Context: an optimization exercise on an open-source flow, tuned for small area and a short achievable clock period. The choices shown serve that exercise and are no tape-out recipe. Function was checked by simulation only, so behaviour that the tests miss may differ from the original.

==> flow/design.v <==
function automatic [6:0] gf_mul(input [6:0] a, input [6:0] b);
    reg [6:0] acc;
    reg [6:0] sh;
    integer i;
    begin
        acc = 7'd0;
        sh  = a;
        for (i = 0; i < 7; i = i + 1) begin
            if (b[i])
                acc = acc ^ sh;
            sh = {sh[5:0], 1'b0} ^ (sh[6] ? 7'b0001001 : 7'b0000000);
        end
        gf_mul = acc;
    end
endfunction
localparam [128*7-1:0] INV3 = {
    7'h0d, 7'h74, 7'h30, 7'h3c, 7'h68, 7'h1b, 7'h76, 7'h0f,
    7'h54, 7'h7e, 7'h4a, 7'h3f, 7'h06, 7'h29, 7'h43, 7'h23,
    7'h66, 7'h2a, 7'h14, 7'h09, 7'h3b, 7'h61, 7'h37, 7'h4d,
    7'h4e, 7'h6c, 7'h69, 7'h59, 7'h2b, 7'h5e, 7'h70, 7'h39,
    7'h34, 7'h6b, 7'h1d, 7'h45, 7'h71, 7'h25, 7'h5c, 7'h7d,
    7'h6a, 7'h22, 7'h27, 7'h19, 7'h46, 7'h4b, 7'h10, 7'h5f,
    7'h36, 7'h72, 7'h6d, 7'h32, 7'h0e, 7'h62, 7'h16, 7'h79,
    7'h6f, 7'h3d, 7'h49, 7'h08, 7'h1c, 7'h20, 7'h1a, 7'h5b,
    7'h1f, 7'h7b, 7'h51, 7'h78, 7'h4f, 7'h63, 7'h5a, 7'h0a,
    7'h42, 7'h48, 7'h3e, 7'h4c, 7'h56, 7'h65, 7'h5d, 7'h53,
    7'h6e, 7'h0c, 7'h3a, 7'h57, 7'h02, 7'h41, 7'h7c, 7'h55,
    7'h2f, 7'h0b, 7'h26, 7'h77, 7'h73, 7'h40, 7'h12, 7'h75,
    7'h67, 7'h7f, 7'h2e, 7'h50, 7'h64, 7'h44, 7'h1e, 7'h35,
    7'h60, 7'h15, 7'h2c, 7'h05, 7'h58, 7'h07, 7'h24, 7'h17,
    7'h47, 7'h2d, 7'h04, 7'h33, 7'h21, 7'h28, 7'h38, 7'h31,
    7'h7a, 7'h03, 7'h52, 7'h13, 7'h18, 7'h11, 7'h01, 7'h00
};
function automatic [6:0] gf_inv3(input [6:0] a);
    begin
        gf_inv3 = INV3[7*a +: 7];
    end
endfunction
localparam [127:0] VALID = 128'h341efc53e5ef0f6366edbbb9ab551f7e;
function automatic gf_valid(input [6:0] a);
    begin
        gf_valid = VALID[a];
    end
endfunction
function automatic [6:0] gf_halftrace(input [6:0] c);
    begin
        gf_halftrace[0] = 1'b0;
        gf_halftrace[1] = c[2] ^ c[3] ^ c[4] ^ c[6];
        gf_halftrace[2] = c[3] ^ c[4] ^ c[6];
        gf_halftrace[3] = c[5] ^ c[6];
        gf_halftrace[4] = c[1] ^ c[2] ^ c[4];
        gf_halftrace[5] = c[3] ^ c[5] ^ c[6];
        gf_halftrace[6] = c[3] ^ c[6];
    end
endfunction
function automatic gf_trace(input [6:0] c);
    begin
        gf_trace = c[0];
    end
endfunction
module dec79_enc (
    input  wire [63:0] data,
    output wire [78:0] word
);
    assign word[63:0] = data;
    wire x0, x1, x2, x3, x4, x5, x6, x7, x8, x9, x10, x11, x12, x13, x14, x15, x16, x17, x18, x19, x20, x21, x22, x23, x24, x25, x26, x27, x28, x29, x30, x31, x32, x33, x34, x35, x36, x37, x38, x39, x40, x41, x42, x43, x44, x45, x46, x47, x48, x49, x50, x51, x52, x53, x54, x55, x56, x57, x58, x59, x60, x61, x62, x63, x64, x65, x66, x67, x68, x69, x70, x71, x72, x73, x74, x75, x76, x77, x78, x79, x80, x81, x82, x83, x84, x85, x86, x87, x88, x89, x90, x91, x92, x93, x94, x95, x96, x97, x98, x99, x100, x101, x102, x103, x104, x105, x106, x107, x108, x109, x110, x111, x112, x113, x114, x115, x116, x117, x118, x119, x120, x121, x122, x123, x124, x125, x126, x127, x128, x129, x130, x131, x132, x133, x134, x135, x136, x137, x138, x139, x140, x141, x142, x143, x144, x145, x146, x147, x148, x149, x150, x151, x152, x153, x154, x155, x156, x157, x158, x159, x160, x161, x162, x163, x164, x165, x166, x167, x168, x169, x170, x171, x172, x173, x174, x175, x176, x177, x178, x179, x180, x181, x182, x183, x184, x185, x186, x187, x188, x189, x190, x191, x192, x193, x194, x195, x196, x197, x198, x199, x200, x201, x202, x203, x204, x205, x206, x207, x208, x209, x210, x211, x212, x213, x214, x215, x216, x217, x218, x219, x220, x221, x222, x223, x224;
    assign x0 = data[27] ^ data[43];
    assign x1 = data[3] ^ data[14];
    assign x2 = data[30] ^ data[47];
    assign x3 = data[22] ^ data[23];
    assign x4 = data[13] ^ data[46];
    assign x5 = data[25] ^ data[26];
    assign x6 = data[0] ^ data[17];
    assign x7 = data[31] ^ data[50];
    assign x8 = data[37] ^ data[62];
    assign x9 = data[4] ^ data[32];
    assign x10 = data[38] ^ data[63];
    assign x11 = data[2] ^ data[24];
    assign x12 = data[5] ^ data[33];
    assign x13 = data[9] ^ data[29];
    assign x14 = data[18] ^ data[44];
    assign x15 = data[6] ^ data[61];
    assign x16 = data[1] ^ data[54];
    assign x17 = data[58] ^ x0;
    assign x18 = data[60] ^ x12;
    assign x19 = x2 ^ x5;
    assign x20 = data[56] ^ x1;
    assign x21 = data[11] ^ data[57];
    assign x22 = data[12] ^ data[45];
    assign x23 = data[10] ^ data[48];
    assign x24 = data[28] ^ data[42];
    assign x25 = data[39] ^ x3;
    assign x26 = data[40] ^ x11;
    assign x27 = data[49] ^ x8;
    assign x28 = data[53] ^ x7;
    assign x29 = x6 ^ x13;
    assign x30 = data[41] ^ x4;
    assign x31 = data[7] ^ data[35];
    assign x32 = data[20] ^ data[59];
    assign x33 = data[55] ^ x21;
    assign x34 = x9 ^ x24;
    assign x35 = data[19] ^ x15;
    assign x36 = data[21] ^ x10;
    assign x37 = x22 ^ x23;
    assign x38 = x17 ^ x18;
    assign x39 = x20 ^ x25;
    assign x40 = x14 ^ x19;
    assign x41 = data[8] ^ data[52];
    assign x42 = data[34] ^ data[59];
    assign x43 = data[61] ^ x16;
    assign x44 = data[16] ^ x32;
    assign x45 = x30 ^ x33;
    assign x46 = data[15] ^ x26;
    assign x47 = data[51] ^ x29;
    assign x48 = data[55] ^ x39;
    assign x49 = data[29] ^ x38;
    assign x50 = data[5] ^ data[36];
    assign x51 = data[14] ^ data[39];
    assign x52 = data[7] ^ data[36];
    assign x53 = data[31] ^ data[51];
    assign x54 = data[1] ^ data[4];
    assign x55 = data[13] ^ data[47];
    assign x56 = data[12] ^ data[44];
    assign x57 = data[10] ^ data[23];
    assign x58 = data[11] ^ data[63];
    assign x59 = data[34] ^ data[41];
    assign x60 = data[30] ^ data[45];
    assign x61 = data[15] ^ data[48];
    assign x62 = data[38] ^ x31;
    assign x63 = data[24] ^ x9;
    assign x64 = x0 ^ x61;
    assign x65 = x7 ^ x59;
    assign x66 = data[22] ^ x4;
    assign x67 = x11 ^ x15;
    assign x68 = data[50] ^ x14;
    assign x69 = data[0] ^ x3;
    assign x70 = data[28] ^ x42;
    assign x71 = x50 ^ x58;
    assign x72 = x41 ^ x55;
    assign x73 = data[53] ^ x51;
    assign x74 = data[25] ^ x10;
    assign x75 = x31 ^ x53;
    assign x76 = data[17] ^ x34;
    assign x77 = x27 ^ x28;
    assign x78 = x16 ^ x36;
    assign x79 = data[2] ^ x37;
    assign x80 = x17 ^ x35;
    assign x81 = data[8] ^ x35;
    assign x82 = x44 ^ x56;
    assign x83 = x28 ^ x34;
    assign x84 = x30 ^ x63;
    assign x85 = data[43] ^ x29;
    assign x86 = data[40] ^ x43;
    assign x87 = x45 ^ x46;
    assign x88 = x8 ^ x40;
    assign x89 = data[62] ^ x40;
    assign x90 = data[52] ^ x47;
    assign x91 = data[32] ^ x49;
    assign x92 = data[37] ^ data[57];
    assign x93 = x12 ^ x60;
    assign x94 = x92 ^ x64;
    assign x95 = x66 ^ x68;
    assign x96 = x70 ^ x73;
    assign x97 = x93 ^ x47;
    assign x98 = x81 ^ x94;
    assign x99 = x95 ^ x96;
    assign x100 = x97 ^ x98;
    assign x101 = x99 ^ x100;
    assign x102 = data[57] ^ x6;
    assign x103 = x23 ^ x25;
    assign x104 = x44 ^ x62;
    assign x105 = x72 ^ x102;
    assign x106 = x38 ^ x77;
    assign x107 = x86 ^ x103;
    assign x108 = x104 ^ x105;
    assign x109 = x106 ^ x107;
    assign x110 = x108 ^ x109;
    assign x111 = data[19] ^ data[36];
    assign x112 = x60 ^ x111;
    assign x113 = x27 ^ x69;
    assign x114 = x112 ^ x78;
    assign x115 = x113 ^ x87;
    assign x116 = x114 ^ x91;
    assign x117 = x115 ^ x116;
    assign x118 = data[1] ^ data[33];
    assign x119 = data[37] ^ data[46];
    assign x120 = data[58] ^ x2;
    assign x121 = x24 ^ x118;
    assign x122 = x119 ^ x65;
    assign x123 = x67 ^ x74;
    assign x124 = x120 ^ x121;
    assign x125 = x82 ^ x122;
    assign x126 = x123 ^ x124;
    assign x127 = x48 ^ x125;
    assign x128 = x126 ^ x127;
    assign x129 = data[9] ^ data[21];
    assign x130 = data[27] ^ data[46];
    assign x131 = x129 ^ x130;
    assign x132 = x18 ^ x20;
    assign x133 = x26 ^ x62;
    assign x134 = x69 ^ x131;
    assign x135 = x81 ^ x83;
    assign x136 = x132 ^ x133;
    assign x137 = x134 ^ x88;
    assign x138 = x135 ^ x136;
    assign x139 = x137 ^ x138;
    assign x140 = x1 ^ x6;
    assign x141 = x10 ^ x16;
    assign x142 = x32 ^ x52;
    assign x143 = x57 ^ x28;
    assign x144 = x140 ^ x141;
    assign x145 = x142 ^ x84;
    assign x146 = x143 ^ x144;
    assign x147 = x88 ^ x145;
    assign x148 = x146 ^ x147;
    assign x149 = data[44] ^ data[60];
    assign x150 = x42 ^ x149;
    assign x151 = x19 ^ x33;
    assign x152 = x66 ^ x67;
    assign x153 = x150 ^ x78;
    assign x154 = x83 ^ x85;
    assign x155 = x151 ^ x152;
    assign x156 = x153 ^ x154;
    assign x157 = x155 ^ x156;
    assign x158 = x43 ^ x75;
    assign x159 = x79 ^ x158;
    assign x160 = x48 ^ x89;
    assign x161 = x159 ^ x91;
    assign x162 = x160 ^ x161;
    assign x163 = data[18] ^ data[26];
    assign x164 = data[43] ^ x9;
    assign x165 = x163 ^ x26;
    assign x166 = x71 ^ x164;
    assign x167 = x77 ^ x165;
    assign x168 = x166 ^ x48;
    assign x169 = x90 ^ x167;
    assign x170 = x168 ^ x169;
    assign x171 = x41 ^ x37;
    assign x172 = x70 ^ x74;
    assign x173 = x39 ^ x84;
    assign x174 = x85 ^ x86;
    assign x175 = x171 ^ x172;
    assign x176 = x173 ^ x174;
    assign x177 = x175 ^ x176;
    assign x178 = data[35] ^ data[42];
    assign x179 = data[49] ^ x13;
    assign x180 = x54 ^ x57;
    assign x181 = x178 ^ x18;
    assign x182 = x73 ^ x179;
    assign x183 = x180 ^ x181;
    assign x184 = x182 ^ x87;
    assign x185 = x89 ^ x183;
    assign x186 = x184 ^ x185;
    assign x187 = data[16] ^ data[42];
    assign x188 = data[54] ^ x187;
    assign x189 = x19 ^ x20;
    assign x190 = x37 ^ x65;
    assign x191 = x71 ^ x188;
    assign x192 = x46 ^ x80;
    assign x193 = x189 ^ x190;
    assign x194 = x191 ^ x192;
    assign x195 = x193 ^ x194;
    assign x196 = data[3] ^ data[6];
    assign x197 = x5 ^ x196;
    assign x198 = x27 ^ x64;
    assign x199 = x75 ^ x197;
    assign x200 = x45 ^ x76;
    assign x201 = x82 ^ x198;
    assign x202 = x199 ^ x200;
    assign x203 = x201 ^ x202;
    assign x204 = data[14] ^ data[16];
    assign x205 = data[26] ^ data[49];
    assign x206 = data[56] ^ x22;
    assign x207 = x52 ^ x204;
    assign x208 = x205 ^ x36;
    assign x209 = x68 ^ x72;
    assign x210 = x206 ^ x207;
    assign x211 = x76 ^ x208;
    assign x212 = x209 ^ x210;
    assign x213 = x49 ^ x211;
    assign x214 = x212 ^ x213;
    assign x215 = data[7] ^ data[20];
    assign x216 = data[33] ^ x1;
    assign x217 = x21 ^ x54;
    assign x218 = x215 ^ x27;
    assign x219 = x36 ^ x216;
    assign x220 = x217 ^ x79;
    assign x221 = x80 ^ x218;
    assign x222 = x219 ^ x90;
    assign x223 = x220 ^ x221;
    assign x224 = x222 ^ x223;
    assign word[64] = x101;
    assign word[65] = x110;
    assign word[66] = x117;
    assign word[67] = x128;
    assign word[68] = x139;
    assign word[69] = x148;
    assign word[70] = x157;
    assign word[71] = x162;
    assign word[72] = x170;
    assign word[73] = x177;
    assign word[74] = x186;
    assign word[75] = x195;
    assign word[76] = x203;
    assign word[77] = x214;
    assign word[78] = x224;
endmodule
module dec79_syn (
    input  wire [78:0] word,
    output wire [6:0]  s1,
    output wire [6:0]  s3,
    output wire        par
);
    wire y0, y1, y2, y3, y4, y5, y6, y7, y8, y9, y10, y11, y12, y13, y14, y15, y16, y17, y18, y19, y20, y21, y22, y23, y24, y25, y26, y27, y28, y29, y30, y31, y32, y33, y34, y35, y36, y37, y38, y39, y40, y41, y42, y43, y44, y45, y46, y47, y48, y49, y50, y51, y52, y53, y54, y55, y56, y57, y58, y59, y60, y61, y62, y63, y64, y65, y66, y67, y68, y69, y70, y71, y72, y73, y74, y75, y76, y77, y78, y79, y80, y81, y82, y83, y84, y85, y86, y87, y88, y89, y90, y91, y92, y93, y94, y95, y96, y97, y98, y99, y100, y101, y102, y103, y104, y105, y106, y107, y108, y109, y110, y111, y112, y113, y114, y115, y116, y117, y118, y119, y120, y121, y122, y123, y124, y125, y126, y127, y128, y129, y130, y131, y132, y133, y134, y135, y136, y137, y138, y139, y140, y141, y142, y143, y144, y145, y146, y147, y148, y149, y150, y151, y152, y153, y154, y155, y156, y157, y158, y159, y160, y161, y162, y163, y164, y165, y166, y167, y168, y169, y170, y171, y172, y173, y174, y175, y176, y177, y178, y179, y180, y181, y182, y183, y184, y185, y186, y187, y188, y189, y190, y191, y192, y193, y194, y195, y196, y197, y198, y199, y200, y201, y202, y203, y204, y205, y206, y207, y208, y209, y210, y211, y212, y213, y214, y215, y216, y217, y218, y219, y220, y221, y222, y223, y224, y225, y226, y227, y228, y229, y230, y231, y232, y233, y234, y235, y236, y237, y238, y239, y240, y241, y242, y243, y244, y245, y246, y247, y248, y249, y250, y251, y252, y253, y254, y255, y256, y257, y258;
    assign y0 = word[10] ^ word[61];
    assign y1 = word[44] ^ word[58];
    assign y2 = word[11] ^ word[62];
    assign y3 = word[19] ^ word[47];
    assign y4 = word[46] ^ word[60];
    assign y5 = word[13] ^ word[42];
    assign y6 = word[9] ^ word[36];
    assign y7 = word[24] ^ word[37];
    assign y8 = word[5] ^ word[53];
    assign y9 = word[45] ^ word[59];
    assign y10 = word[16] ^ word[23];
    assign y11 = word[41] ^ y1;
    assign y12 = word[25] ^ word[72];
    assign y13 = word[12] ^ word[38];
    assign y14 = word[14] ^ word[43];
    assign y15 = word[6] ^ word[54];
    assign y16 = word[3] ^ word[26];
    assign y17 = word[7] ^ word[55];
    assign y18 = word[18] ^ y0;
    assign y19 = word[73] ^ y3;
    assign y20 = word[35] ^ y10;
    assign y21 = word[1] ^ y7;
    assign y22 = y2 ^ y9;
    assign y23 = word[71] ^ y6;
    assign y24 = word[32] ^ word[57];
    assign y25 = word[34] ^ word[39];
    assign y26 = word[17] ^ word[63];
    assign y27 = word[15] ^ word[22];
    assign y28 = word[4] ^ word[52];
    assign y29 = y5 ^ y24;
    assign y30 = word[28] ^ y13;
    assign y31 = word[2] ^ y12;
    assign y32 = word[31] ^ y11;
    assign y33 = word[48] ^ y19;
    assign y34 = word[33] ^ word[56];
    assign y35 = word[20] ^ word[74];
    assign y36 = word[40] ^ word[77];
    assign y37 = word[8] ^ word[27];
    assign y38 = y4 ^ y8;
    assign y39 = y15 ^ y28;
    assign y40 = y16 ^ y17;
    assign y41 = word[29] ^ y25;
    assign y42 = word[75] ^ y23;
    assign y43 = word[0] ^ y20;
    assign y44 = y21 ^ y26;
    assign y45 = word[21] ^ y14;
    assign y46 = word[49] ^ y35;
    assign y47 = word[76] ^ y27;
    assign y48 = y18 ^ y31;
    assign y49 = word[51] ^ y30;
    assign y50 = word[30] ^ y38;
    assign y51 = y22 ^ y37;
    assign y52 = word[38] ^ word[50];
    assign y53 = word[70] ^ y36;
    assign y54 = word[68] ^ y29;
    assign y55 = word[69] ^ y40;
    assign y56 = y39 ^ y41;
    assign y57 = word[67] ^ y46;
    assign y58 = y34 ^ y49;
    assign y59 = y42 ^ y44;
    assign y60 = y32 ^ y53;
    assign y61 = y43 ^ y50;
    assign y62 = y33 ^ y48;
    assign y63 = word[0] ^ word[32];
    assign y64 = word[27] ^ word[52];
    assign y65 = word[36] ^ word[56];
    assign y66 = word[41] ^ word[64];
    assign y67 = word[3] ^ word[51];
    assign y68 = word[25] ^ word[63];
    assign y69 = word[2] ^ word[43];
    assign y70 = word[47] ^ word[62];
    assign y71 = word[33] ^ word[61];
    assign y72 = word[50] ^ word[65];
    assign y73 = y4 ^ y64;
    assign y74 = y0 ^ y8;
    assign y75 = word[37] ^ y52;
    assign y76 = word[26] ^ y5;
    assign y77 = word[24] ^ y16;
    assign y78 = word[12] ^ y27;
    assign y79 = word[57] ^ y2;
    assign y80 = word[76] ^ y34;
    assign y81 = word[9] ^ y68;
    assign y82 = y14 ^ y66;
    assign y83 = y36 ^ y47;
    assign y84 = y23 ^ y39;
    assign y85 = word[4] ^ y21;
    assign y86 = y18 ^ y69;
    assign y87 = y31 ^ y45;
    assign y88 = word[69] ^ y22;
    assign y89 = word[11] ^ y11;
    assign y90 = word[66] ^ y47;
    assign y91 = word[39] ^ y74;
    assign y92 = y29 ^ y40;
    assign y93 = word[77] ^ y41;
    assign y94 = word[60] ^ y56;
    assign y95 = y33 ^ y93;
    assign y96 = y15 ^ y44;
    assign y97 = y75 ^ y86;
    assign y98 = y42 ^ y57;
    assign y99 = word[40] ^ y51;
    assign y100 = y55 ^ y89;
    assign y101 = word[5] ^ y87;
    assign y102 = y43 ^ y65;
    assign y103 = y51 ^ y90;
    assign y104 = y32 ^ y91;
    assign y105 = y58 ^ y62;
    assign y106 = y59 ^ y61;
    assign y107 = y54 ^ y60;
    assign y108 = y103 ^ y105;
    assign y109 = word[28] ^ word[48];
    assign y110 = word[61] ^ y17;
    assign y111 = y109 ^ y29;
    assign y112 = y82 ^ y110;
    assign y113 = y111 ^ y112;
    assign y114 = y99 ^ y113;
    assign y115 = y106 ^ y114;
    assign y116 = word[8] ^ word[15];
    assign y117 = word[29] ^ word[42];
    assign y118 = word[49] ^ word[65];
    assign y119 = y4 ^ y6;
    assign y120 = y14 ^ y70;
    assign y121 = y116 ^ y117;
    assign y122 = y118 ^ y30;
    assign y123 = y80 ^ y119;
    assign y124 = y120 ^ y121;
    assign y125 = y32 ^ y48;
    assign y126 = y122 ^ y123;
    assign y127 = y124 ^ y96;
    assign y128 = y125 ^ y126;
    assign y129 = y127 ^ y128;
    assign y130 = word[15] ^ word[16];
    assign y131 = word[30] ^ word[44];
    assign y132 = word[66] ^ y130;
    assign y133 = y131 ^ y22;
    assign y134 = y81 ^ y132;
    assign y135 = y92 ^ y133;
    assign y136 = y134 ^ y95;
    assign y137 = y97 ^ y135;
    assign y138 = y136 ^ y137;
    assign y139 = word[19] ^ word[23];
    assign y140 = word[59] ^ y139;
    assign y141 = y140 ^ y85;
    assign y142 = y92 ^ y58;
    assign y143 = y98 ^ y104;
    assign y144 = y141 ^ y142;
    assign y145 = y143 ^ y144;
    assign y146 = word[10] ^ word[20];
    assign y147 = word[58] ^ word[75];
    assign y148 = y7 ^ y52;
    assign y149 = y146 ^ y147;
    assign y150 = y80 ^ y148;
    assign y151 = y149 ^ y54;
    assign y152 = y150 ^ y94;
    assign y153 = y99 ^ y101;
    assign y154 = y151 ^ y152;
    assign y155 = y153 ^ y154;
    assign y156 = word[6] ^ word[35];
    assign y157 = word[57] ^ word[59];
    assign y158 = word[73] ^ y25;
    assign y159 = y71 ^ y156;
    assign y160 = y157 ^ y45;
    assign y161 = y81 ^ y158;
    assign y162 = y159 ^ y49;
    assign y163 = y50 ^ y83;
    assign y164 = y160 ^ y161;
    assign y165 = y100 ^ y162;
    assign y166 = y163 ^ y164;
    assign y167 = y165 ^ y166;
    assign y168 = word[7] ^ word[74];
    assign y169 = y0 ^ y9;
    assign y170 = y37 ^ y70;
    assign y171 = y168 ^ y76;
    assign y172 = y78 ^ y169;
    assign y173 = y170 ^ y171;
    assign y174 = y172 ^ y60;
    assign y175 = y94 ^ y102;
    assign y176 = y173 ^ y174;
    assign y177 = y175 ^ y176;
    assign y178 = word[17] ^ word[22];
    assign y179 = word[42] ^ word[58];
    assign y180 = y8 ^ y63;
    assign y181 = y71 ^ y178;
    assign y182 = y179 ^ y46;
    assign y183 = y77 ^ y82;
    assign y184 = y180 ^ y181;
    assign y185 = y33 ^ y84;
    assign y186 = y88 ^ y182;
    assign y187 = y183 ^ y184;
    assign y188 = y185 ^ y186;
    assign y189 = y187 ^ y188;
    assign y190 = word[20] ^ word[68];
    assign y191 = word[72] ^ word[77];
    assign y192 = y3 ^ y13;
    assign y193 = y17 ^ y67;
    assign y194 = y190 ^ y191;
    assign y195 = y192 ^ y193;
    assign y196 = y194 ^ y88;
    assign y197 = y195 ^ y96;
    assign y198 = y102 ^ y104;
    assign y199 = y196 ^ y197;
    assign y200 = y198 ^ y199;
    assign y201 = word[13] ^ word[54];
    assign y202 = y10 ^ y26;
    assign y203 = y201 ^ y30;
    assign y204 = y73 ^ y77;
    assign y205 = y79 ^ y202;
    assign y206 = y203 ^ y204;
    assign y207 = y205 ^ y95;
    assign y208 = y98 ^ y101;
    assign y209 = y206 ^ y207;
    assign y210 = y208 ^ y209;
    assign y211 = word[14] ^ word[21];
    assign y212 = word[23] ^ word[34];
    assign y213 = word[45] ^ word[70];
    assign y214 = y12 ^ y63;
    assign y215 = y72 ^ y211;
    assign y216 = y212 ^ y213;
    assign y217 = y18 ^ y19;
    assign y218 = y73 ^ y78;
    assign y219 = y214 ^ y215;
    assign y220 = y216 ^ y217;
    assign y221 = y218 ^ y219;
    assign y222 = y59 ^ y100;
    assign y223 = y220 ^ y221;
    assign y224 = y222 ^ y223;
    assign y225 = word[8] ^ word[21];
    assign y226 = y28 ^ y67;
    assign y227 = y225 ^ y20;
    assign y228 = y38 ^ y226;
    assign y229 = y227 ^ y228;
    assign y230 = y62 ^ y229;
    assign y231 = y107 ^ y230;
    assign y232 = word[19] ^ word[34];
    assign y233 = word[55] ^ word[67];
    assign y234 = word[68] ^ y1;
    assign y235 = y232 ^ y233;
    assign y236 = y79 ^ y234;
    assign y237 = y235 ^ y83;
    assign y238 = y84 ^ y236;
    assign y239 = y61 ^ y97;
    assign y240 = y237 ^ y238;
    assign y241 = y239 ^ y240;
    assign y242 = word[46] ^ word[53];
    assign y243 = word[70] ^ word[71];
    assign y244 = y35 ^ y242;
    assign y245 = y243 ^ y20;
    assign y246 = y76 ^ y244;
    assign y247 = y85 ^ y245;
    assign y248 = y246 ^ y247;
    assign y249 = y248 ^ y108;
    assign y250 = word[64] ^ word[78];
    assign y251 = y72 ^ y250;
    assign y252 = y45 ^ y251;
    assign y253 = y55 ^ y56;
    assign y254 = y57 ^ y252;
    assign y255 = y253 ^ y254;
    assign y256 = y106 ^ y107;
    assign y257 = y255 ^ y108;
    assign y258 = y256 ^ y257;
    assign s1[0] = y115;
    assign s1[1] = y129;
    assign s1[2] = y138;
    assign s1[3] = y145;
    assign s1[4] = y155;
    assign s1[5] = y167;
    assign s1[6] = y177;
    assign s3[0] = y189;
    assign s3[1] = y200;
    assign s3[2] = y210;
    assign s3[3] = y224;
    assign s3[4] = y231;
    assign s3[5] = y241;
    assign s3[6] = y249;
    assign par = y258;
endmodule
module dec79_loc (
    input  wire [6:0] s1,
    input  wire [6:0] cp,          
    input  wire       par,
    input  wire       s1z,         
    input  wire       s3z,         
    output wire [6:0] x1,
    output wire [6:0] x2,
    output wire       ps,          
    output wire       pd,          
    output wire       z            
);
function automatic [6:0] gf_mul(input [6:0] a, input [6:0] b);
    reg [6:0] acc;
    reg [6:0] sh;
    integer i;
    begin
        acc = 7'd0;
        sh  = a;
        for (i = 0; i < 7; i = i + 1) begin
            if (b[i])
                acc = acc ^ sh;
            sh = {sh[5:0], 1'b0} ^ (sh[6] ? 7'b0001001 : 7'b0000000);
        end
        gf_mul = acc;
    end
endfunction
localparam [128*7-1:0] INV3 = {
    7'h0d, 7'h74, 7'h30, 7'h3c, 7'h68, 7'h1b, 7'h76, 7'h0f,
    7'h54, 7'h7e, 7'h4a, 7'h3f, 7'h06, 7'h29, 7'h43, 7'h23,
    7'h66, 7'h2a, 7'h14, 7'h09, 7'h3b, 7'h61, 7'h37, 7'h4d,
    7'h4e, 7'h6c, 7'h69, 7'h59, 7'h2b, 7'h5e, 7'h70, 7'h39,
    7'h34, 7'h6b, 7'h1d, 7'h45, 7'h71, 7'h25, 7'h5c, 7'h7d,
    7'h6a, 7'h22, 7'h27, 7'h19, 7'h46, 7'h4b, 7'h10, 7'h5f,
    7'h36, 7'h72, 7'h6d, 7'h32, 7'h0e, 7'h62, 7'h16, 7'h79,
    7'h6f, 7'h3d, 7'h49, 7'h08, 7'h1c, 7'h20, 7'h1a, 7'h5b,
    7'h1f, 7'h7b, 7'h51, 7'h78, 7'h4f, 7'h63, 7'h5a, 7'h0a,
    7'h42, 7'h48, 7'h3e, 7'h4c, 7'h56, 7'h65, 7'h5d, 7'h53,
    7'h6e, 7'h0c, 7'h3a, 7'h57, 7'h02, 7'h41, 7'h7c, 7'h55,
    7'h2f, 7'h0b, 7'h26, 7'h77, 7'h73, 7'h40, 7'h12, 7'h75,
    7'h67, 7'h7f, 7'h2e, 7'h50, 7'h64, 7'h44, 7'h1e, 7'h35,
    7'h60, 7'h15, 7'h2c, 7'h05, 7'h58, 7'h07, 7'h24, 7'h17,
    7'h47, 7'h2d, 7'h04, 7'h33, 7'h21, 7'h28, 7'h38, 7'h31,
    7'h7a, 7'h03, 7'h52, 7'h13, 7'h18, 7'h11, 7'h01, 7'h00
};
function automatic [6:0] gf_inv3(input [6:0] a);
    begin
        gf_inv3 = INV3[7*a +: 7];
    end
endfunction
localparam [127:0] VALID = 128'h341efc53e5ef0f6366edbbb9ab551f7e;
function automatic gf_valid(input [6:0] a);
    begin
        gf_valid = VALID[a];
    end
endfunction
function automatic [6:0] gf_halftrace(input [6:0] c);
    begin
        gf_halftrace[0] = 1'b0;
        gf_halftrace[1] = c[2] ^ c[3] ^ c[4] ^ c[6];
        gf_halftrace[2] = c[3] ^ c[4] ^ c[6];
        gf_halftrace[3] = c[5] ^ c[6];
        gf_halftrace[4] = c[1] ^ c[2] ^ c[4];
        gf_halftrace[5] = c[3] ^ c[5] ^ c[6];
        gf_halftrace[6] = c[3] ^ c[6];
    end
endfunction
function automatic gf_trace(input [6:0] c);
    begin
        gf_trace = c[0];
    end
endfunction
    wire [6:0] c      = cp ^ 7'd1;
    wire       single = (cp == 7'd1);
    wire       troot  = ~gf_trace(c);
    wire [6:0] y0     = gf_halftrace(c);
    assign x1  = gf_mul(s1, y0);
    assign x2  = x1 ^ s1;
    assign ps  = ~s1z & single;
    assign pd  = ~s1z & ~single & troot & ~par;
    assign z   = s1z & s3z;
endmodule
module dec79_flg (
    input  wire [6:0] x1,
    input  wire [6:0] x2,
    input  wire       ps,
    input  wire       pd,
    input  wire       z,
    input  wire       par,
    output wire       e1,          
    output wire       e2,          
    output wire       f78,         
    output wire [1:0] nfix,
    output wire       uncorr
);
function automatic [6:0] gf_mul(input [6:0] a, input [6:0] b);
    reg [6:0] acc;
    reg [6:0] sh;
    integer i;
    begin
        acc = 7'd0;
        sh  = a;
        for (i = 0; i < 7; i = i + 1) begin
            if (b[i])
                acc = acc ^ sh;
            sh = {sh[5:0], 1'b0} ^ (sh[6] ? 7'b0001001 : 7'b0000000);
        end
        gf_mul = acc;
    end
endfunction
localparam [128*7-1:0] INV3 = {
    7'h0d, 7'h74, 7'h30, 7'h3c, 7'h68, 7'h1b, 7'h76, 7'h0f,
    7'h54, 7'h7e, 7'h4a, 7'h3f, 7'h06, 7'h29, 7'h43, 7'h23,
    7'h66, 7'h2a, 7'h14, 7'h09, 7'h3b, 7'h61, 7'h37, 7'h4d,
    7'h4e, 7'h6c, 7'h69, 7'h59, 7'h2b, 7'h5e, 7'h70, 7'h39,
    7'h34, 7'h6b, 7'h1d, 7'h45, 7'h71, 7'h25, 7'h5c, 7'h7d,
    7'h6a, 7'h22, 7'h27, 7'h19, 7'h46, 7'h4b, 7'h10, 7'h5f,
    7'h36, 7'h72, 7'h6d, 7'h32, 7'h0e, 7'h62, 7'h16, 7'h79,
    7'h6f, 7'h3d, 7'h49, 7'h08, 7'h1c, 7'h20, 7'h1a, 7'h5b,
    7'h1f, 7'h7b, 7'h51, 7'h78, 7'h4f, 7'h63, 7'h5a, 7'h0a,
    7'h42, 7'h48, 7'h3e, 7'h4c, 7'h56, 7'h65, 7'h5d, 7'h53,
    7'h6e, 7'h0c, 7'h3a, 7'h57, 7'h02, 7'h41, 7'h7c, 7'h55,
    7'h2f, 7'h0b, 7'h26, 7'h77, 7'h73, 7'h40, 7'h12, 7'h75,
    7'h67, 7'h7f, 7'h2e, 7'h50, 7'h64, 7'h44, 7'h1e, 7'h35,
    7'h60, 7'h15, 7'h2c, 7'h05, 7'h58, 7'h07, 7'h24, 7'h17,
    7'h47, 7'h2d, 7'h04, 7'h33, 7'h21, 7'h28, 7'h38, 7'h31,
    7'h7a, 7'h03, 7'h52, 7'h13, 7'h18, 7'h11, 7'h01, 7'h00
};
function automatic [6:0] gf_inv3(input [6:0] a);
    begin
        gf_inv3 = INV3[7*a +: 7];
    end
endfunction
localparam [127:0] VALID = 128'h341efc53e5ef0f6366edbbb9ab551f7e;
function automatic gf_valid(input [6:0] a);
    begin
        gf_valid = VALID[a];
    end
endfunction
function automatic [6:0] gf_halftrace(input [6:0] c);
    begin
        gf_halftrace[0] = 1'b0;
        gf_halftrace[1] = c[2] ^ c[3] ^ c[4] ^ c[6];
        gf_halftrace[2] = c[3] ^ c[4] ^ c[6];
        gf_halftrace[3] = c[5] ^ c[6];
        gf_halftrace[4] = c[1] ^ c[2] ^ c[4];
        gf_halftrace[5] = c[3] ^ c[5] ^ c[6];
        gf_halftrace[6] = c[3] ^ c[6];
    end
endfunction
function automatic gf_trace(input [6:0] c);
    begin
        gf_trace = c[0];
    end
endfunction
    wire v1 = gf_valid(x1);
    wire v2 = gf_valid(x2);
    wire es = ps & v2;
    wire ed = pd & v1 & v2;
    wire p78 = z & par;            
    assign e1     = pd & v2;
    assign e2     = ps | (pd & v1);
    assign f78    = p78 | (es & ~par);
    assign nfix   = {ed | (es & ~par), p78 | (es & par)};
    assign uncorr = ~z & ~(es | ed);
endmodule
module dec79_cor (
    input  wire [77:0] word_in,
    input  wire [6:0]  x1,
    input  wire [6:0]  x2,
    input  wire        e1,
    input  wire        e2,
    output wire [77:0] word_out
);
    reg [7:0]  a1, a2;
    reg [15:0] b1, b2;
    integer i;
    always @(*) begin
        for (i = 0; i < 8; i = i + 1) begin
            a1[i] = e1 & (x1[2:0] == i);
            a2[i] = e2 & (x2[2:0] == i);
        end
        for (i = 0; i < 16; i = i + 1) begin
            b1[i] = (x1[6:3] == i);
            b2[i] = (x2[6:3] == i);
        end
    end
    wire [77:0] flip;
    assign flip[0] = (a1[1] & b1[8]) | (a2[1] & b2[8]);
    assign flip[1] = (a1[3] & b1[1]) | (a2[3] & b2[1]);
    assign flip[2] = (a1[6] & b1[2]) | (a2[6] & b2[2]);
    assign flip[3] = (a1[4] & b1[5]) | (a2[4] & b2[5]);
    assign flip[4] = (a1[0] & b1[11]) | (a2[0] & b2[11]);
    assign flip[5] = (a1[1] & b1[7]) | (a2[1] & b2[7]);
    assign flip[6] = (a1[2] & b1[14]) | (a2[2] & b2[14]);
    assign flip[7] = (a1[5] & b1[13]) | (a2[5] & b2[13]);
    assign flip[8] = (a1[3] & b1[10]) | (a2[3] & b2[10]);
    assign flip[9] = (a1[7] & b1[5]) | (a2[7] & b2[5]);
    assign flip[10] = (a1[6] & b1[11]) | (a2[6] & b2[11]);
    assign flip[11] = (a1[5] & b1[6]) | (a2[5] & b2[6]);
    assign flip[12] = (a1[2] & b1[13]) | (a2[2] & b2[13]);
    assign flip[13] = (a1[5] & b1[11]) | (a2[5] & b2[11]);
    assign flip[14] = (a1[3] & b1[6]) | (a2[3] & b2[6]);
    assign flip[15] = (a1[6] & b1[12]) | (a2[6] & b2[12]);
    assign flip[16] = (a1[5] & b1[8]) | (a2[5] & b2[8]);
    assign flip[17] = (a1[3] & b1[0]) | (a2[3] & b2[0]);
    assign flip[18] = (a1[6] & b1[0]) | (a2[6] & b2[0]);
    assign flip[19] = (a1[4] & b1[1]) | (a2[4] & b2[1]);
    assign flip[20] = (a1[0] & b1[3]) | (a2[0] & b2[3]);
    assign flip[21] = (a1[0] & b1[6]) | (a2[0] & b2[6]);
    assign flip[22] = (a1[0] & b1[12]) | (a2[0] & b2[12]);
    assign flip[23] = (a1[1] & b1[9]) | (a2[1] & b2[9]);
    assign flip[24] = (a1[3] & b1[3]) | (a2[3] & b2[3]);
    assign flip[25] = (a1[6] & b1[6]) | (a2[6] & b2[6]);
    assign flip[26] = (a1[4] & b1[13]) | (a2[4] & b2[13]);
    assign flip[27] = (a1[1] & b1[10]) | (a2[1] & b2[10]);
    assign flip[28] = (a1[3] & b1[5]) | (a2[3] & b2[5]);
    assign flip[29] = (a1[6] & b1[10]) | (a2[6] & b2[10]);
    assign flip[30] = (a1[5] & b1[4]) | (a2[5] & b2[4]);
    assign flip[31] = (a1[2] & b1[9]) | (a2[2] & b2[9]);
    assign flip[32] = (a1[5] & b1[3]) | (a2[5] & b2[3]);
    assign flip[33] = (a1[2] & b1[7]) | (a2[2] & b2[7]);
    assign flip[34] = (a1[4] & b1[14]) | (a2[4] & b2[14]);
    assign flip[35] = (a1[1] & b1[12]) | (a2[1] & b2[12]);
    assign flip[36] = (a1[3] & b1[9]) | (a2[3] & b2[9]);
    assign flip[37] = (a1[7] & b1[3]) | (a2[7] & b2[3]);
    assign flip[38] = (a1[6] & b1[7]) | (a2[6] & b2[7]);
    assign flip[39] = (a1[4] & b1[15]) | (a2[4] & b2[15]);
    assign flip[40] = (a1[1] & b1[14]) | (a2[1] & b2[14]);
    assign flip[41] = (a1[3] & b1[13]) | (a2[3] & b2[13]);
    assign flip[42] = (a1[7] & b1[11]) | (a2[7] & b2[11]);
    assign flip[43] = (a1[7] & b1[6]) | (a2[7] & b2[6]);
    assign flip[44] = (a1[6] & b1[13]) | (a2[6] & b2[13]);
    assign flip[45] = (a1[5] & b1[10]) | (a2[5] & b2[10]);
    assign flip[46] = (a1[3] & b1[4]) | (a2[3] & b2[4]);
    assign flip[47] = (a1[6] & b1[8]) | (a2[6] & b2[8]);
    assign flip[48] = (a1[5] & b1[0]) | (a2[5] & b2[0]);
    assign flip[49] = (a1[2] & b1[1]) | (a2[2] & b2[1]);
    assign flip[50] = (a1[4] & b1[2]) | (a2[4] & b2[2]);
    assign flip[51] = (a1[0] & b1[5]) | (a2[0] & b2[5]);
    assign flip[52] = (a1[0] & b1[10]) | (a2[0] & b2[10]);
    assign flip[53] = (a1[1] & b1[5]) | (a2[1] & b2[5]);
    assign flip[54] = (a1[2] & b1[10]) | (a2[2] & b2[10]);
    assign flip[55] = (a1[5] & b1[5]) | (a2[5] & b2[5]);
    assign flip[56] = (a1[2] & b1[11]) | (a2[2] & b2[11]);
    assign flip[57] = (a1[5] & b1[7]) | (a2[5] & b2[7]);
    assign flip[58] = (a1[2] & b1[15]) | (a2[2] & b2[15]);
    assign flip[59] = (a1[5] & b1[15]) | (a2[5] & b2[15]);
    assign flip[60] = (a1[3] & b1[14]) | (a2[3] & b2[14]);
    assign flip[61] = (a1[7] & b1[13]) | (a2[7] & b2[13]);
    assign flip[62] = (a1[7] & b1[10]) | (a2[7] & b2[10]);
    assign flip[63] = (a1[7] & b1[4]) | (a2[7] & b2[4]);
    assign flip[64] = (a1[1] & b1[0]) | (a2[1] & b2[0]);
    assign flip[65] = (a1[2] & b1[0]) | (a2[2] & b2[0]);
    assign flip[66] = (a1[4] & b1[0]) | (a2[4] & b2[0]);
    assign flip[67] = (a1[0] & b1[1]) | (a2[0] & b2[1]);
    assign flip[68] = (a1[0] & b1[2]) | (a2[0] & b2[2]);
    assign flip[69] = (a1[0] & b1[4]) | (a2[0] & b2[4]);
    assign flip[70] = (a1[0] & b1[8]) | (a2[0] & b2[8]);
    assign flip[71] = (a1[1] & b1[1]) | (a2[1] & b2[1]);
    assign flip[72] = (a1[2] & b1[2]) | (a2[2] & b2[2]);
    assign flip[73] = (a1[4] & b1[4]) | (a2[4] & b2[4]);
    assign flip[74] = (a1[0] & b1[9]) | (a2[0] & b2[9]);
    assign flip[75] = (a1[1] & b1[3]) | (a2[1] & b2[3]);
    assign flip[76] = (a1[2] & b1[6]) | (a2[2] & b2[6]);
    assign flip[77] = (a1[4] & b1[12]) | (a2[4] & b2[12]);
    assign word_out = word_in ^ flip;
endmodule
module dec79_codec (
    input  wire        clk,
    input  wire        rst,             
    input  wire        enc_in_valid,
    input  wire [63:0] enc_in_data,
    output wire        enc_out_valid,
    output wire [78:0] enc_out_word,
    input  wire        dec_in_valid,
    input  wire [78:0] dec_in_word,
    output wire        dec_out_valid,
    output wire [78:0] dec_out_word,
    output wire [1:0]  dec_out_nfix,
    output wire        dec_out_uncorr
);
function automatic [6:0] gf_mul(input [6:0] a, input [6:0] b);
    reg [6:0] acc;
    reg [6:0] sh;
    integer i;
    begin
        acc = 7'd0;
        sh  = a;
        for (i = 0; i < 7; i = i + 1) begin
            if (b[i])
                acc = acc ^ sh;
            sh = {sh[5:0], 1'b0} ^ (sh[6] ? 7'b0001001 : 7'b0000000);
        end
        gf_mul = acc;
    end
endfunction
localparam [128*7-1:0] INV3 = {
    7'h0d, 7'h74, 7'h30, 7'h3c, 7'h68, 7'h1b, 7'h76, 7'h0f,
    7'h54, 7'h7e, 7'h4a, 7'h3f, 7'h06, 7'h29, 7'h43, 7'h23,
    7'h66, 7'h2a, 7'h14, 7'h09, 7'h3b, 7'h61, 7'h37, 7'h4d,
    7'h4e, 7'h6c, 7'h69, 7'h59, 7'h2b, 7'h5e, 7'h70, 7'h39,
    7'h34, 7'h6b, 7'h1d, 7'h45, 7'h71, 7'h25, 7'h5c, 7'h7d,
    7'h6a, 7'h22, 7'h27, 7'h19, 7'h46, 7'h4b, 7'h10, 7'h5f,
    7'h36, 7'h72, 7'h6d, 7'h32, 7'h0e, 7'h62, 7'h16, 7'h79,
    7'h6f, 7'h3d, 7'h49, 7'h08, 7'h1c, 7'h20, 7'h1a, 7'h5b,
    7'h1f, 7'h7b, 7'h51, 7'h78, 7'h4f, 7'h63, 7'h5a, 7'h0a,
    7'h42, 7'h48, 7'h3e, 7'h4c, 7'h56, 7'h65, 7'h5d, 7'h53,
    7'h6e, 7'h0c, 7'h3a, 7'h57, 7'h02, 7'h41, 7'h7c, 7'h55,
    7'h2f, 7'h0b, 7'h26, 7'h77, 7'h73, 7'h40, 7'h12, 7'h75,
    7'h67, 7'h7f, 7'h2e, 7'h50, 7'h64, 7'h44, 7'h1e, 7'h35,
    7'h60, 7'h15, 7'h2c, 7'h05, 7'h58, 7'h07, 7'h24, 7'h17,
    7'h47, 7'h2d, 7'h04, 7'h33, 7'h21, 7'h28, 7'h38, 7'h31,
    7'h7a, 7'h03, 7'h52, 7'h13, 7'h18, 7'h11, 7'h01, 7'h00
};
function automatic [6:0] gf_inv3(input [6:0] a);
    begin
        gf_inv3 = INV3[7*a +: 7];
    end
endfunction
localparam [127:0] VALID = 128'h341efc53e5ef0f6366edbbb9ab551f7e;
function automatic gf_valid(input [6:0] a);
    begin
        gf_valid = VALID[a];
    end
endfunction
function automatic [6:0] gf_halftrace(input [6:0] c);
    begin
        gf_halftrace[0] = 1'b0;
        gf_halftrace[1] = c[2] ^ c[3] ^ c[4] ^ c[6];
        gf_halftrace[2] = c[3] ^ c[4] ^ c[6];
        gf_halftrace[3] = c[5] ^ c[6];
        gf_halftrace[4] = c[1] ^ c[2] ^ c[4];
        gf_halftrace[5] = c[3] ^ c[5] ^ c[6];
        gf_halftrace[6] = c[3] ^ c[6];
    end
endfunction
function automatic gf_trace(input [6:0] c);
    begin
        gf_trace = c[0];
    end
endfunction
    reg [1:0] enc_v;
    reg [2:0] dec_v;
    always @(posedge clk) begin
        if (rst) begin
            enc_v <= 2'd0;
            dec_v <= 3'd0;
        end else begin
            enc_v <= {enc_v, enc_in_valid};
            dec_v <= {dec_v, dec_in_valid};
        end
    end
    assign enc_out_valid = enc_v[1];
    assign dec_out_valid = dec_v[2];
    reg [63:0] enc_d_r0;
    always @(posedge clk) enc_d_r0 <= enc_in_data;
    wire [78:0] enc_word;
    dec79_enc u_enc (.data(enc_d_r0), .word(enc_word));
    reg [78:0] enc_w_r;
    always @(posedge clk) enc_w_r <= enc_word;
    assign enc_out_word = enc_w_r;
    reg  [78:0] word_r0;
    always @(posedge clk) begin
        word_r0 <= dec_in_word;
    end
    wire [6:0] s1, s3;
    wire       par;
    dec79_syn u_syn (.word(word_r0), .s1(s1), .s3(s3), .par(par));
    wire [6:0] q = gf_inv3(s1);
    wire [6:0] cp  = gf_mul(s3, q);
    wire       s1z = (s1 == 7'd0);
    wire       s3z = (s3 == 7'd0);
    reg  [78:0] word_r1;
    reg  [6:0] s1_r1;
    reg        par_r1;
    reg  [6:0] cp_r1;
    reg        s1z_r1;
    reg        s3z_r1;
    always @(posedge clk) begin
        word_r1 <= word_r0;
        s1_r1 <= s1;
        par_r1 <= par;
        cp_r1 <= cp;
        s1z_r1 <= s1z;
        s3z_r1 <= s3z;
    end
    wire [6:0] x1, x2;
    wire       ps, pd, z;
    dec79_loc u_loc (.s1(s1_r1), .cp(cp_r1), .par(par_r1),
                     .s1z(s1z_r1), .s3z(s3z_r1), .x1(x1), .x2(x2),
                     .ps(ps), .pd(pd), .z(z));
    wire       e1, e2, f78, uncorr;
    wire [1:0] nfix;
    dec79_flg u_flg (.x1(x1), .x2(x2), .ps(ps), .pd(pd),
                     .z(z), .par(par_r1), .e1(e1), .e2(e2), .f78(f78),
                     .nfix(nfix), .uncorr(uncorr));
    wire [78:0] wflg = {word_r1[78] ^ f78, word_r1[77:0]};
    wire [77:0] wcor;
    dec79_cor u_cor (.word_in(wflg[77:0]), .x1(x1), .x2(x2),
                     .e1(e1), .e2(e2), .word_out(wcor));
    wire [78:0] wout = {wflg[78], wcor};
    reg  [78:0] wout_r2;
    reg  [1:0] nfix_r2;
    reg        uncorr_r2;
    always @(posedge clk) begin
        wout_r2 <= wout;
        nfix_r2 <= nfix;
        uncorr_r2 <= uncorr;
    end
    assign dec_out_word   = wout_r2;
    assign dec_out_nfix   = nfix_r2;
    assign dec_out_uncorr = uncorr_r2;
endmodule
==> flow/flow/run.sh <==
#!/bin/bash
MARGIN=16.5
W=$PWD
{
  echo "proc abc {args} { set i [lsearch -exact \$args -script]; if {\$i >= 0} { lset args [expr {\$i + 1}] $W/flow/abc.script }; yosys abc {*}\$args }"
  cat synth_recipe.tcl
} > own_synth.tcl
export BUFFER_PORTS_ARGS="-buffer_cell sky130_fd_sc_hd__buf_1"
export CTS_ARGS="-sink_clustering_enable -repair_clock_nets -sink_clustering_size 16 -sink_clustering_max_diameter 80 -buf_list sky130_fd_sc_hd__clkbuf_8 -root_buf sky130_fd_sc_hd__clkbuf_16"
sed -e "s/SETUP_SLACK_MARGIN=[-0-9.]*/SETUP_SLACK_MARGIN=$MARGIN/" \
    -e "s#SYNTH_SCRIPT=[^ ]*#SYNTH_SCRIPT=$W/own_synth.tcl#" standard.sh > own_standard.sh
bash own_standard.sh > standard.log 2>&1
==> flow/flow/abc.script <==
strash
dc2
dch
map -a
mfs
map -a
topo
==> flow/standard.sh <==
#!/bin/bash
# synth_recipe.tcl (not shown) runs the flow's synth.tcl, then flattens the netlist and writes it again
# the make line also repeats each setting of config.mk as NAME=value (left out here)
make -C /OpenROAD-flow-scripts/flow DESIGN_CONFIG=/design/flow/config.mk WORK_HOME=/design/flow/orfs CLKGATE_MAP_FILE= SYNTH_SCRIPT=/design/flow/synth_recipe.tcl "${@:-finish}"
==> flow/config.mk <==
export PLATFORM = sky130hd
export DESIGN_NAME = dec79_codec
export DESIGN_NICKNAME = dec79_codec
export VERILOG_FILES = /design/flow/design.v
export SDC_FILE = /design/flow/constraint.sdc
export NUM_CORES = 4
export LEC_CHECK = 0
export CAP_MARGIN = 20
export CORE_MARGIN = 2
export CORE_UTILIZATION = 60
export CTS_CLUSTER_DIAMETER = 120
export CTS_CLUSTER_SIZE = 24
export PLACE_DENSITY = 0.75
export SETUP_SLACK_MARGIN = 0.4
export SLEW_MARGIN = 20
==> flow/constraint.sdc <==
create_clock -name core_clock -period 22.0 [get_ports {clk}]
set_input_delay 4.4000 -clock core_clock [delete_from_list [all_inputs] [get_ports {clk}]]
set_output_delay 4.4000 -clock core_clock [all_outputs]
set_load 0.01 [all_outputs]
==> out/qor.csv, run 1 <==
stage;metric;value;unit
finish;area_growth;14.2;%
sta;maxSlewHeadroom;50.6;%
logic_synthesis;synth_cell_type_count;33;
logic_synthesis;yosys_warnings;4;
logic_synthesis;synth_nets;1904;
critical_path;cp-startpoint;wout_r2[62];
routing;ant_nets;0;
finish;fin_util;70.1;%
sta;final.min_clock_period;5.47;ns
place;finalWeightedCongestion;1.07;
critical_path;path_cells;buf_2;
logic_synthesis;syn_inst;1734;
place;dp_hpwl;42700;um
critical_path;startpoint_type;flop;
critical_path;cp.required;17.60;ns
finish;nNetsFinal;2257;
min_path;min_from;enc_d_r0[34];
routing;first_pass_iters;5;
floorplanning;coreArea;28000;um^2
logic_synthesis;synthesis.area;17200;um^2
place;numPortBuffers;309;
global_route;overflow;0;
routing;viasPerCell;5.47;
routing;wl;53500;um
sta;worst_pin_slew;0.736;ns
logic_synthesis;ys_seq_area_share;47.2;%
critical_path;crit_buf_inv;1;
clock_tree;numClockSinks;405;
logic_synthesis;ys.flop_type;dfxtp_1;
sta;max_freq;0.183;GHz
logic_synthesis;async_reset_ff_share;0;%
critical_path;critPathCaptureType;output pin;
critical_path;timing.rr.start;word_r0[37];
clock_tree;numCtsBuffers;30;
clock_tree;clk_path_buf_depth;3;
job;maxCapViolations;0;
clock_tree;cts_tree;yes;
floorplanning;die_area;30000;um^2
sta;layout_setup_ws;16.53;ns
sta;fin_skew;0.0288;ns
logic_synthesis;synth_edf_count;0;
floorplanning;ios;310;
global_route;grt_usage;34.5;%
logic_synthesis;synthMuxAreaShare;0;%
sta;final_hold_viol_count;0;
critical_path;cpPeakStageDelay;0.34;ns
finish;final.fill_count;2194;
sta;fin_crit_sh;24.8;%
critical_path;slowest_stage;dfxtp_1;
critical_path;path_delay_family;flip-flops;
floorplanning;start_util;61.3;%
logic_synthesis;syn_avg_cell_area;9.91;um^2
global_route;antenna_found_initial;7;
clock_tree;cts.clk_slew.worst_paths;0.09;ns
finish;drive_above_1_share;5.65;%
critical_path;critPathKind;reg2out;
sta;setup_viol;0;
global_route;grt_first_pass_wirelength;79200;um
routing;drtIter0Drc;1559;
critical_path;cp_max_fo;1;
min_path;hp-class;reg2reg;
floorplanning;die_x;173;um
sta;hold_slack;0.393;ns
place;dp_slack;16.53;ns
critical_path;critPathArrivalTime;1.07;ns
routing;wl_per_cell;21.6;um
clock_tree;cts_root_buf;clkbuf_16;
logic_synthesis;synth_top_family_by_area;XOR/XNOR gates;
logic_synthesis;synthAdderAreaFrac;1.67;%
sta;tns;0;ns
outcome;run_status;finished clean;
floorplanning;die_y;173;um
logic_synthesis;ys_ff_latch;405;
logic_synthesis;synth_compound_gate_area_share;7.62;%
global_route;grt_pass1_vias;13569;
logic_synthesis;synth_xor_area_share;33.1;%
clock_tree;clkLatencyLatePin;0.55;ns
clock_tree;cts_hold_buf;0;
global_route;grt_max_degree;38;
routing;num_vias;13532;
clock_tree;h-tree-depth;1;
routing;post-route-drc-count;0;
sta;slew_violations;0;
floorplanning;row_count;61;
logic_synthesis;synth-simple-area-share;8.54;%
sta;rsz0062_at_grt;false;
[kinds of logic after synthesis]
family	Yosys count
AOI/OAI and AO/OA	210
xor gates and xnor gates	649
adders and majority gates	23
buffers and inverters	87
DFF	405
and+or+nand+nor	360
[registers in the layout, indices dropped and copies added, names as in the netlist]
| name | cells |
|---|---|
| s1_r1 | 7 |
| par_r1 | 1 |
| nfix_r2 | 2 |
| dec_v | 3 |
| s3z_r1 | 1 |
| cp_r1 | 7 |
| wout_r2 | 79 |
| uncorr_r2 | 1 |
| word_r0 | 79 |
| s1z_r1 | 1 |
| enc_v | 2 |
| enc_d_r0 | 64 |
| enc_w_r | 79 |
| word_r1 | 79 |
[path summary, 6_finish.rpt]
path | to | slack (ns) | depth (start not counted)
max reg2reg | cp_r1[4] | 16.81 | 21
max | dec_out_word[62] | 16.53 | 1
min | enc_w_r[34] | 0.39 | 0
min reg2reg | enc_w_r[34] | 0.39 | 0
[through the flow]
stage	std cells	instance area, um^2
global route	2469	19600
finish	2472	19600
global placement	2428	18900
floorplan	1734	17200
CTS	2463	19400
detailed placement	2428	18900
[per-layer routing]
metal,track usage [%],vias to the layer above,wire length (um),share of wire [%]
met4,14.4,6,2440,4.6
met1,42.0,6203,20400,38
met2,59.7,829,25900,48
li1,-,6323,-,-
met3,6.80,171,4700,8.8
met5,0,-,41,0.077
[what timing repair did]
action	4_1_cts	5_1_grt
pin swaps	0	1
gates cloned	0	1
hold endpoints to repair	0	0
setup endpoints to repair	18	103
gates resized for setup	20	50
setup buffers	0	4
[final cells by class]
cell class,instances,area [um^2],area share [%]
repair inverters,1,5.00,0.0255
well taps,378,473,2.41
diodes,4,10.0,0.0510
repair buffers,320,1290,6.58
flip-flops and latches,405,8130,41.4
clock inverters,5,53.8,0.274
inverters,87,340,1.73
multi-input cells,1242,8880,45.2
clock buffers,30,447,2.28
[Yosys cell counts (11+ instances only)]
| master | number | share of area [%] |
|---|---|---|
| nand2_1 | 184 | 4.0 |
| clkinv_1 | 87 | 1.9 |
| xnor2_1 | 272 | 14 |
| nand3_1 | 40 | 1.2 |
| nor3_1 | 11 | 0.32 |
| xor2_1 | 377 | 19 |
| o21ai_0 | 46 | 1.3 |
| ha_1 | 23 | 1.7 |
| nor2_1 | 105 | 2.3 |
| o22ai_1 | 79 | 2.9 |
| a21oi_1 | 33 | 0.96 |
| o211ai_1 | 11 | 0.48 |
| dfxtp_1 | 405 | 47 |
[cell usage in the layout, fill, tap and decap left out, types with 31 or more instances in the layout]
cell type	netlist	layout
nand3_1	40	32
xor2_1	377	373
nand2_1	184	183
o22ai_1	79	76
a21oi_1	33	31
dfxtp_1	405	396
clkinv_1	87	83
xnor2_1	272	270
o21ai_0	46	46
nor2_1	105	101
buf_1	0	285
==> inputs of run 2 (changes only) <==
--- a/flow/flow/run.sh
+++ b/flow/flow/run.sh
@@ -1,5 +1,5 @@
 #!/bin/bash
-MARGIN=16.5
+MARGIN=16.3
 W=$PWD
 {
   echo "proc abc {args} { set i [lsearch -exact \$args -script]; if {\$i >= 0} { lset args [expr {\$i + 1}] $W/flow/abc.script }; yosys abc {*}\$args }"
@@ -9,4 +9,5 @@
 export CTS_ARGS="-sink_clustering_enable -repair_clock_nets -sink_clustering_size 16 -sink_clustering_max_diameter 80 -buf_list sky130_fd_sc_hd__clkbuf_8 -root_buf sky130_fd_sc_hd__clkbuf_16"
 sed -e "s/SETUP_SLACK_MARGIN=[-0-9.]*/SETUP_SLACK_MARGIN=$MARGIN/" \
     -e "s#SYNTH_SCRIPT=[^ ]*#SYNTH_SCRIPT=$W/own_synth.tcl#" standard.sh > own_standard.sh
+# make writes each step's tool output to its own log under orfs/logs/.
 bash own_standard.sh > standard.log 2>&1
==> run 2 against run 1 <==
Net effect:
- clock skew up 0.0061 ns
- critical path depth unchanged
- still clean on timing, DRC and antenna
- highest routed layer unchanged
- non-clock buffer count decreased by 3
- via count rose by 0.27%
==> out/qor.csv, run 2 <==
stage;metric;value;unit
outcome;run_status;finished clean;
global_route;grt_max_degree;38;
logic_synthesis;syn_inst;1734;
floorplanning;start_util;61.3;%
critical_path;cpPeakStageDelay;0.41;ns
global_route;grt_pass1_vias;13597;
routing;wl_per_cell;21.6;um
sta;final.min_clock_period;5.61;ns
logic_synthesis;synth_cell_type_count;33;
clock_tree;clk_path_buf_depth;3;
sta;slew_violations;0;
logic_synthesis;syn_avg_cell_area;9.91;um^2
sta;max_freq;0.178;GHz
job;maxCapViolations;0;
routing;drtIter0Drc;1539;
clock_tree;cts_tree;yes;
critical_path;r2r_end;cp_r1[4];
clock_tree;cts.clk_slew.worst_paths;0.11;ns
sta;rsz0062_at_grt;true;
finish;drive_above_1_share;3.31;%
logic_synthesis;ys_seq_area_share;47.2;%
critical_path;path_delay_family;flip-flops;
finish;area_growth;13.2;%
global_route;antenna_found_initial;7;
logic_synthesis;ys.flop_type;dfxtp_1;
critical_path;startpoint_type;flop;
min_path;holdPathEnd;enc_w_r[61];
critical_path;ff2ff_setup_slack;16.57;ns
global_route;grt_first_pass_wirelength;79200;um
logic_synthesis;synthesis.area;17200;um^2
min_path;hp-class;reg2reg;
clock_tree;cts_root_buf;clkbuf_16;
place;dp_hpwl;42700;um
logic_synthesis;async_reset_ff_share;0;%
critical_path;path_cells;buf_1;
clock_tree;h-tree-depth;1;
global_route;grt_usage;34.5;%
floorplanning;ios;310;
routing;num_vias;13568;
sta;maxSlewHeadroom;51.3;%
routing;first_pass_iters;5;
logic_synthesis;yosysMostFrequentCell;dfxtp_1;
place;numPortBuffers;309;
logic_synthesis;synth_edf_count;0;
logic_synthesis;synth.top_cell.area_share;47.2;%
sta;final_hold_viol_count;0;
min_path;worstHoldPathCells;0;
routing;viasPerCell;5.50;
finish;final_common_cell;dfxtp_1;
finish;nNetsFinal;2254;
routing;wl;53400;um
critical_path;critPathCaptureType;output pin;
clock_tree;clkLatencyLatePin;0.56;ns
floorplanning;die_y;173;um
floorplanning;die_area;30000;um^2
routing;ant_nets;0;
finish;final_cell_mix;dfxtp_1, xor2_1, buf_1;
floorplanning;coreArea;28000;um^2
logic_synthesis;yosys_warnings;4;
logic_synthesis;yosysTopAreaCell;dfxtp_1;
floorplanning;die_x;173;um
critical_path;cp_max_fo;1;
floorplanning;row_count;61;
sta;fin_crit_sh;25.5;%
sta;tns;0;ns
finish;final.fill_count;2221;
critical_path;cp.required;17.60;ns
clock_tree;numCtsBuffers;30;
logic_synthesis;ys_ff_latch;405;
place;finalWeightedCongestion;1.07;
logic_synthesis;synthTopCellsByArea;dfxtp_1, xor2_1, xnor2_1, nand2_1, o22ai_1;
min_path;min_from;enc_d_r0[61];
critical_path;rr_worst_depth;22;
global_route;overflow;0;
critical_path;critPathKind;reg2out;
critical_path;timing.rr.start;word_r0[37];
sta;setup_viol;0;
sta;worst_pin_slew;0.726;ns
logic_synthesis;synth_common_cells;dfxtp_1, xor2_1, xnor2_1;
routing;post-route-drc-count;0;
logic_synthesis;synth_nets;1904;
sta;fin_skew;0.0349;ns
critical_path;slowest_stage;dfxtp_1;
critical_path;crit_buf_inv;1;
clock_tree;numClockSinks;405;
critical_path;critPathArrivalTime;1.21;ns
## run 2: changes by cell type in the layout (fill, tap and decap cells not counted), moves of 5 or more
| cell | before | now |
|---|---|---|
| nand3_2 | 8 | 3 |
| dfxtp_1 | 396 | 405 |
| nand3_1 | 32 | 37 |
| buf_2 | 8 | 0 |
| dfxtp_2 | 6 | 0 |
| buf_1 | 285 | 308 |
| clkbuf_2 | 13 | 1 |
## run 2: logic make-up (layout without fill, tap and decap cells)
logic type / Yosys count / in the layout / share of synthesized area, %
XOR/XNOR: 649 / 649 / 33.1
flip-flops: 405 / 405 / 47.2
AND/OR/NAND/NOR: 360 / 360 / 8.54
AO/OA/AOI/OAI: 210 / 210 / 7.62
buffers and inverters: 87 / 440 / 1.90
adder cells (fa/ha/maj): 23 / 23 / 1.67
other: 0 / 4 / 0
## run 2: worst max path at each step
stage | from | end | slack, ns | cells after the start
2_1_floorplan | word_r0[38] | cp_r1[0] | 16.86 | 17
3_3_place_gp | word_r0[42] | cp_r1[4] | 16.42 | 23
3_5_place_dp | cp_r1[6] | wout_r2[28] | 16.53 | 21
4_1_cts | wout_r2[27] | dec_out_word[27] | 16.33 | 1
5_1_grt | cp_r1[4] | wout_r2[33] | 16.24 | 21
6_report | wout_r2[73] | dec_out_word[73] | 16.39 | 1
## run 2: repair_timing
item | in CTS | in global routing
endpoints found under the hold margin | 0 | 0
endpoints found under the setup margin | 0 | 86
hold buffers | 0 | 0
setup buffers | 0 | 1
gates resized for setup | 0 | 14
## run 2: metrics by stage
step | hold slack (ns) | utilization [%] | setup WS, ns | cell area [um^2] | cells
finish | 0.393 | 69.4 | 16.39 | 19500 | 2469
global route | 0.394 | 69.4 | 16.24 | 19400 | 2466
global placement | 0.371 | 67.4 | 16.42 | 18900 | 2428
floorplan | 0.349 | - | 16.86 | 17200 | 1734
detailed placement | 0.380 | 67.4 | 16.53 | 18900 | 2428
CTS | 0.391 | 69.2 | 16.33 | 19400 | 2463
## run 2: cell type report
type	count	area, um^2	share of cell area, %
Clock inverter	5	53.8	0.277
Clock buffer	30	447	2.30
Antenna cell	4	10.0	0.0515
Multi-Input combinational cell	1242	8800	45.2
Inverter	87	334	1.72
Timing Repair inverter	1	5.00	0.0257
Timing Repair Buffer	317	1220	6.28
Tap cell	378	473	2.43
Sequential cell	405	8110	41.7
## run 2: routing by layer
metal | vias up | part of all wire, % | track usage (%)
met4 | 6 | 4.6 | 14.7
li1 | 6325 | - | -
met5 | - | 0.077 | 0
met2 | 843 | 48 | 59.6
met3 | 189 | 8.7 | 6.86
met1 | 6205 | 38 | 42.0

==> separate check: timing with driven ports <==
Ports are ideal in the flow. The routed layouts listed here were re-timed in OpenROAD. Step 1 sets driving cells, clkbuf_16 on the clock port and buf_2 on the other inputs (assumed; they add their load-dependent delay and slew). Step 2 moves the port delays by t, midway between the first and last clock arrival at a register: inputs arrive t later, outputs are due t later. That takes back most of the time a late clock gives input paths. a / b / c = ideal ports / drivers / drivers and shift; a / b = the first two.
| run | shift t [ns] | slack for setup (ns) | worst data-port slew with drivers (ns) |
|---|---|---|---|
| run 1 | 0.586 | 16.534 / 16.483 / 16.814 | 0.09 |
| run 2 | 0.591 | 16.386 / 16.336 / 16.570 | 0.09 |
After both steps setup and hold are still met in every run listed.
